Background: an optimization exercise with open tools, aiming at small area, a short achievable clock period and few clock cycles per item. Do not read the settings as production practice. For this run, only the layout was checked, not whether the RTL still works.

`flow/constraint.sdc`:
```
create_clock -name core_clock -period 50.0 [get_ports {clk}]
set_input_delay 10.0000 -clock core_clock [delete_from_list [all_inputs] [get_ports {clk}]]
set_output_delay 10.0000 -clock core_clock [all_outputs]
set_load 0.01 [all_outputs]
```
`flow/run.sh`:
```
#!/bin/bash
# synth_recipe.tcl (not shown) runs the flow's synth.tcl, then flattens the netlist and writes it again
# the make line also repeats each setting of config.mk as NAME=value (left out here)
make -C /OpenROAD-flow-scripts/flow DESIGN_CONFIG=/design/flow/config.mk WORK_HOME=/design/flow/orfs CLKGATE_MAP_FILE= SYNTH_SCRIPT=/design/flow/synth_recipe.tcl finish
```
`flow/config.mk`:
```
export PLATFORM = sky130hd
export DESIGN_NAME = alf_line_coder
export DESIGN_NICKNAME = alf_line_coder
export VERILOG_FILES = /design/flow/design.v
export SDC_FILE = /design/flow/constraint.sdc
export NUM_CORES = 4
export LEC_CHECK = 0
export CAP_MARGIN = 20
export CORE_MARGIN = 2
export CORE_UTILIZATION = 40
export PLACE_DENSITY = 0.6
export SLEW_MARGIN = 20
```
`flow/design.v`:
```
module alf_line_coder (
    input  wire        clk,
    input  wire        rst,           
    input  wire [7:0]  fmt,           
    input  wire        in_valid,
    output wire        in_ready,
    input  wire [15:0] in_sample,
    input  wire        in_last,       
    output reg         out_valid,
    input  wire        out_ready,
    output reg  [31:0] out_data,
    output reg         out_last,      
    output reg  [23:0] out_nbits      
);
    localparam S_COLLECT = 3'd0,
               S_DECIDE  = 3'd1,
               S_HEADER  = 3'd2,
               S_EMIT    = 3'd3,
               S_FLUSH   = 3'd4;
    reg  [2:0]  state;
    reg         line_first;           
    reg  [7:0]  fmt_q;
    wire [7:0]  fmt_eff = line_first ? fmt : fmt_q;
    reg  [4:0]  cfg_b;                
    reg  [2:0]  cfg_d;                
    always @(*) begin
        case (fmt_eff)
            8'h01:               begin cfg_b = 5'd8;  cfg_d = 3'd1; end
            8'h02, 8'h03, 8'h04: begin cfg_b = 5'd16; cfg_d = 3'd1; end
            8'h10:               begin cfg_b = 5'd8;  cfg_d = 3'd2; end
            8'h11, 8'h12:        begin cfg_b = 5'd16; cfg_d = 3'd2; end
            8'h20:               begin cfg_b = 5'd8;  cfg_d = 3'd3; end
            8'h21, 8'h31:        begin cfg_b = 5'd10; cfg_d = 3'd3; end
            8'h30:               begin cfg_b = 5'd10; cfg_d = 3'd0; end
            default:             begin cfg_b = 5'd8;  cfg_d = 3'd1; end
        endcase
    end
    reg  [15:0] hist1, hist2, hist3, hist4;    
    reg  [2:0]  nseen;                         
    reg  [1:0]  phase;                         
    reg  [2:0]  pdist;
    always @(*) begin
        if (cfg_d == 3'd0)
            pdist = (phase[0]) ? 3'd2 : 3'd4;
        else
            pdist = cfg_d;
    end
    reg  [15:0] pred;
    always @(*) begin
        if (nseen < pdist)
            pred = 16'd0;
        else begin
            case (pdist)
                3'd1:    pred = hist1;
                3'd2:    pred = hist2;
                3'd3:    pred = hist3;
                default: pred = hist4;
            endcase
        end
    end
    wire [16:0] mask  = (17'd1 << cfg_b) - 17'd1;
    wire [16:0] half  = 17'd1 << (cfg_b - 5'd1);
    wire [16:0] tdiff = ({1'b0, in_sample} - {1'b0, pred}) & mask;
    wire [16:0] u_full = (tdiff < half) ? (tdiff << 1)
                                        : ((((17'd1 << cfg_b) - tdiff) << 1) - 17'd1);
    wire [15:0] u_new = u_full[15:0];
    reg  [15:0] ubuf [0:31];
    reg  [4:0]  bidx;                  
    reg  [5:0]  bcount;                
    reg         blk_last;              
    reg         blk_nz;                
    reg  [10:0] cost [0:16];           
    wire in_fire = in_valid && in_ready;
    assign in_ready = (state == S_COLLECT);
    integer k, kc, ka;
    reg  [15:0] qk;
    reg  [10:0] term [0:16];
    always @(*) begin
        for (k = 0; k <= 16; k = k + 1) begin
            qk = u_new >> k;
            if (qk < 16'd16)
                term[k] = qk[10:0] + 11'd1 + k[10:0];
            else
                term[k] = 11'd16 + {6'd0, cfg_b};
        end
    end
    reg  [4:0]  b_q;                    
    reg  [10:0] best;
    reg  [4:0]  choice;
    always @(*) begin
        best   = bcount * b_q;
        choice = 5'd30;
        for (kc = 16; kc >= 0; kc = kc - 1) begin
            if (kc <= b_q && cost[kc] <= best) begin
                best   = cost[kc];
                choice = kc[4:0];
            end
        end
        if (!blk_nz)
            choice = 5'd31;
    end
    reg  [4:0]  code;
    reg  [4:0]  eidx;                   
    reg  [31:0] put_val;
    reg  [5:0]  put_w;
    reg  [15:0] eu;
    reg  [15:0] eq;
    always @(*) begin
        eu = ubuf[eidx];
        eq = eu >> code;
        put_val = 32'd0;
        put_w   = 6'd0;
        if (state == S_HEADER) begin
            put_val = {27'd0, code};
            put_w   = 6'd5;
        end else if (code == 5'd30) begin
            put_val = {16'd0, eu};
            put_w   = {1'b0, b_q};
        end else if (eq < 16'd16) begin
            put_val = ((((32'd1 << eq[4:0]) - 32'd1) << (code + 5'd1)))
                    | ({16'd0, eu} & ((32'd1 << code) - 32'd1));
            put_w   = eq[5:0] + 6'd1 + {1'b0, code};
        end else begin
            put_val = (32'hFFFF << b_q) | {16'd0, eu};
            put_w   = 6'd16 + {1'b0, b_q};
        end
    end
    reg  [63:0] pend;                   
    reg  [6:0]  pcnt;                   
    reg  [23:0] total;                  
    wire [31:0] put_al  = put_val << (6'd32 - put_w);
    wire [63:0] placed  = {put_al, 32'd0} >> pcnt;
    wire [63:0] pend_n  = pend | placed;
    wire [6:0]  pcnt_n  = pcnt + {1'b0, put_w};
    wire out_free = !out_valid || out_ready;
    always @(posedge clk) begin
        if (rst) begin
            state      <= S_COLLECT;
            line_first <= 1'b1;
            fmt_q      <= 8'd0;
            b_q        <= 5'd8;
            nseen      <= 3'd0;
            phase      <= 2'd0;
            bidx       <= 5'd0;
            bcount     <= 6'd0;
            blk_last   <= 1'b0;
            blk_nz     <= 1'b0;
            code       <= 5'd0;
            eidx       <= 5'd0;
            pend       <= 64'd0;
            pcnt       <= 7'd0;
            total      <= 24'd0;
            out_valid  <= 1'b0;
            out_last   <= 1'b0;
        end else begin
            if (out_valid && out_ready)
                out_valid <= 1'b0;
            case (state)
                S_COLLECT: if (in_fire) begin
                    if (line_first) begin
                        fmt_q <= fmt;
                        b_q   <= cfg_b;
                    end
                    line_first <= 1'b0;
                    hist1 <= in_sample;
                    hist2 <= hist1;
                    hist3 <= hist2;
                    hist4 <= hist3;
                    if (nseen != 3'd4)
                        nseen <= nseen + 3'd1;
                    phase <= phase + 2'd1;
                    ubuf[bidx] <= u_new;
                    for (ka = 0; ka <= 16; ka = ka + 1)
                        cost[ka] <= (bidx == 5'd0) ? term[ka] : cost[ka] + term[ka];
                    blk_nz <= (bidx == 5'd0) ? (u_new != 16'd0) : (blk_nz || u_new != 16'd0);
                    bcount <= {1'b0, bidx} + 6'd1;
                    bidx   <= bidx + 5'd1;
                    if (bidx == 5'd31 || in_last) begin
                        blk_last <= in_last;
                        state    <= S_DECIDE;
                    end
                end
                S_DECIDE: begin
                    code  <= choice;
                    eidx  <= 5'd0;
                    state <= S_HEADER;
                end
                S_HEADER, S_EMIT: if (out_free) begin
                    total <= total + {18'd0, put_w};
                    if (pcnt_n > 7'd32) begin
                        out_valid <= 1'b1;
                        out_data  <= pend_n[63:32];
                        out_last  <= 1'b0;
                        pend      <= {pend_n[31:0], 32'd0};
                        pcnt      <= pcnt_n - 7'd32;
                    end else begin
                        pend <= pend_n;
                        pcnt <= pcnt_n;
                    end
                    if (state == S_HEADER && code == 5'd31) begin
                        bidx  <= 5'd0;
                        state <= blk_last ? S_FLUSH : S_COLLECT;
                    end else if (state == S_HEADER) begin
                        state <= S_EMIT;
                    end else begin
                        eidx <= eidx + 5'd1;
                        if ({1'b0, eidx} + 6'd1 == bcount) begin
                            bidx  <= 5'd0;
                            state <= blk_last ? S_FLUSH : S_COLLECT;
                        end
                    end
                end
                S_FLUSH: if (out_free) begin
                    out_valid  <= 1'b1;
                    out_data   <= pend[63:32];
                    out_last   <= 1'b1;
                    out_nbits  <= total;
                    pend       <= 64'd0;
                    pcnt       <= 7'd0;
                    total      <= 24'd0;
                    line_first <= 1'b1;
                    nseen      <= 3'd0;
                    phase      <= 2'd0;
                    state      <= S_COLLECT;
                end
                default: state <= S_COLLECT;
            endcase
        end
    end
endmodule
```
==> run summary <==
[path summary, 6_finish.rpt]
check / depth (start not counted) / slack, ps / from / end
hold reg to reg: 0 / 450 / total[23]$_SDFFE_PP0P_ / out_nbits[23]$_DFFE_PP_
setup reg to reg: 226 / 5280 / b_q[4]$_SDFFE_PP0P_ / code[3]$_SDFFE_PP0P_
setup / recovery: 226 / 5280 / b_q[4]$_SDFFE_PP0P_ / code[3]$_SDFFE_PP0P_
hold / removal: 0 / 450 / total[23]$_SDFFE_PP0P_ / out_nbits[23]$_DFFE_PP_
[critical path: cells and delay by family (launching register included)]
| kind | cells | cell delay [ps] |
|---|---|---|
| buffers and inverters | 11 | 1790 |
| adder cells (fa/ha/maj) | 25 | 7740 |
| flip-flops | 1 | 310 |
| AND/OR/NAND/NOR | 76 | 11040 |
| multiplexers | 10 | 2770 |
| AO/OA/AOI/OAI | 103 | 20840 |
| XOR/XNOR | 1 | 100 |
[routing by layer]
metal / vias up / routed length [um] / track usage (%)
li1: 26700 / - / -
met5: - / 19 / 0
met4: 2 / 8630 / 9.35
met3: 505 / 19400 / 3.80
met2: 2831 / 108000 / 42.8
met1: 28600 / 100000 / 36.5
[logic make-up after synthesis]
group                    after synthesis  share of synthesized area, %
AND/OR/NAND/NOR                     2219                          15.6
AO/OA/AOI/OAI                       2079                          21.0
flip-flops                           963                          40.7
buffers and inverters                677                          4.17
adder cells (fa/ha/maj)              436                          8.33
multiplexers                         389                          6.20
XOR/XNOR                             302                          3.92
other                                  2                        0.0111
[state kept, by name, indices dropped and copies added, names as in the netlist, 16 cells and up, named ones only]
signal and cells:
hist4 16, total 24, hist2 16, ubuf 512, hist3 16, out_nbits 24
cost 187, out_data 32, pend 64, hist1 16
[placed cells by master, fill, tap and decap left out, drive strengths merged, types with 43 or more instances in the layout]
master         synthesis  layout
dfxtp                144     144
o21ai                359     359
o22ai                112     112
mux2i                316     316
a211oi                87      87
nand2b                77      77
a22oi                106     106
a31oi                 79      79
edfxtp               819     819
nand2                589     589
buf                  106     179
ha                   410     410
o21a                  83      83
a21o                 102     102
nor3                 165     165
clkbuf               289     140
o211ai                93      93
nand4                 82      82
xnor2                216     216
nor4                  61      61
or3                   43      43
nor2b                 71      71
xor2                  86      86
inv                  276     284
a21oi                451     451
nand3                221     221
mux2                  56      56
o31ai                 92      92
and3                  47      47
o21bai                81      81
and2                  72      72
clkdlybuf4s50          0      86
nor2                 686     686
[area by class of cell]
| class | count | area [um2] | share of cell area (%) |
|---|---|---|---|
| multi-input combinational | 5428 | 37400 | 50.3 |
| sequential | 963 | 27500 | 36.9 |
| clock buffer | 140 | 2900 | 3.89 |
| tap | 2204 | 2760 | 3.70 |
| timing repair buffer | 265 | 2230 | 2.99 |
| inverter | 282 | 1060 | 1.42 |
| clock inverter | 56 | 599 | 0.805 |
[through the flow]
step / worst slack, ps
final: 5280
after detailed placement: 5330
after CTS: 5170
after global placement: 6270
after global routing: 573
after floorplan: 10640
==> summary.txt <==
Ys Warns: 3
Tmin final: 44,720 ps
DP Cell Count: 9,141
area leader, netlist: edfxtp_1
Final Hold Fails: 0
row cnt: 150
Antenna Cells: 0
I/O Pins: 88
initial antenna violation count: 6
root buf cell: clkbuf_16
Synth Cell Area: 67,400 um2
Unique masters post-synth: 120
# hold bufs at CTS: 0
clk buf depth: 3
post-CTS setup buffer count: 0
Slew @ Worst Pin: 1130 ps
fin util: 44.5%
Worst Path Arrival: 45,330 ps
synth top area cells: edfxtp_1 (36%), ha_1 (7.6%), mux2i_1 (4.7%)
Fillers: 15,800
fin nets: 7,506
Finished Layout Cells: 9,338
post-synthesis sequential area ratio: 40.7%
die area: 172,000 um2
die height: 415 um
Placed Area: 71,000 um2
worst hold margin: 450 ps
hpwl dp: 167 mm
cts repair resizes: 0
Vias: 58,700
FMAX: 0.0224 GHz
Slew Viols, Final: 0
CP max-delay cell: nor2_1
Tot GR Track Use: 26.6%
register clock-pin slew on the reported worst setup and hold paths: 60 ps
commonest cells in the synthesized netlist: edfxtp_1 (819), nor2_1 (684), nand2_1 (587)
DR DRC count: 0
max cap viols: 0
first-pass GRT wire length: 356 mm
Mean Syn Cell Area: 9.54 um2
post-route cell area: 74,500 um2
H-tree Lvls: 3
outcome: no timing/DRC/antenna violations
Slowest Stage Delay on Critical Path: 790 ps
count leader, synth: edfxtp_1
Clock Latency Late Sink: 750 ps
CTS Buf Count: 104
clock skew: 40.9 ps
Total Neg Setup Slack: 0 ps
Via density: 6.29
GRT overflow: 0
Post-Route WL: 237 mm
TritonRoute pass-1 iters: 10
Slew HR: 22.6%
WS Path Type: reg2reg
CTS tree: built
Worst setup SP type: flop
async set-or-reset flop fraction in the synthesized netlist: 0%
RSZ-0062 raised after global routing: false
core footprint: 167,000 um2
Required @ worst endpoint: 50,610 ps
drt wl/cell: 25.3 um
most used cell, CP: o21ai_0
synthesis-to-layout area growth: 10.4%
Port Buffers: 87
area share of the largest cell type after synthesis: 36.5%
Die X: 415 um
gpl congestion: 0.967
ANT nets after route: 0
Initial Utilization: 40.3%
crit path max fanout: 55
clock sink count: 963
vias in the first global route: 55,800
Cells after Synth: 7,067
dominant synthesized flop cell: edfxtp_1
share of layout cells above drive strength 1: 7.96%
worst hold path class: reg2reg
Initial DRC Count: 7,312
largest net degree at the start of global routing: 132
nature of the critical path endpoint: flop
EDFF count, synth: 819
Final setup viols: 0
Yosys reg bits: 963
Tcrit/Tclk final: 89.4%

[re-timing with driven ports]
No port has a modelled driver above. Below, the same layout with a new extraction and two added sets of constraints. Step 1: set_driving_cell puts a clkbuf_16 on clk and a buf_2 on each other input, an assumption about the parent block. Step 2 times the ports against the registers' clock, not the clock port: input delays grow and output delays shrink by t, the midpoint of the rising clock arrivals with the driver on. Slacks: ideal / step 1 / step 2; pairs: ideal / step 1.
shift t [ns]: 0.817
slack for setup (ns): 5.280 / 5.280 / 5.280
latest minus earliest clock arrival (ns): 0.042 / 0.042
After both steps setup and hold are still met in this run. For this run, drivers alone change the setup slack by 0.000 ns; drivers and shift together by 0.000 ns.
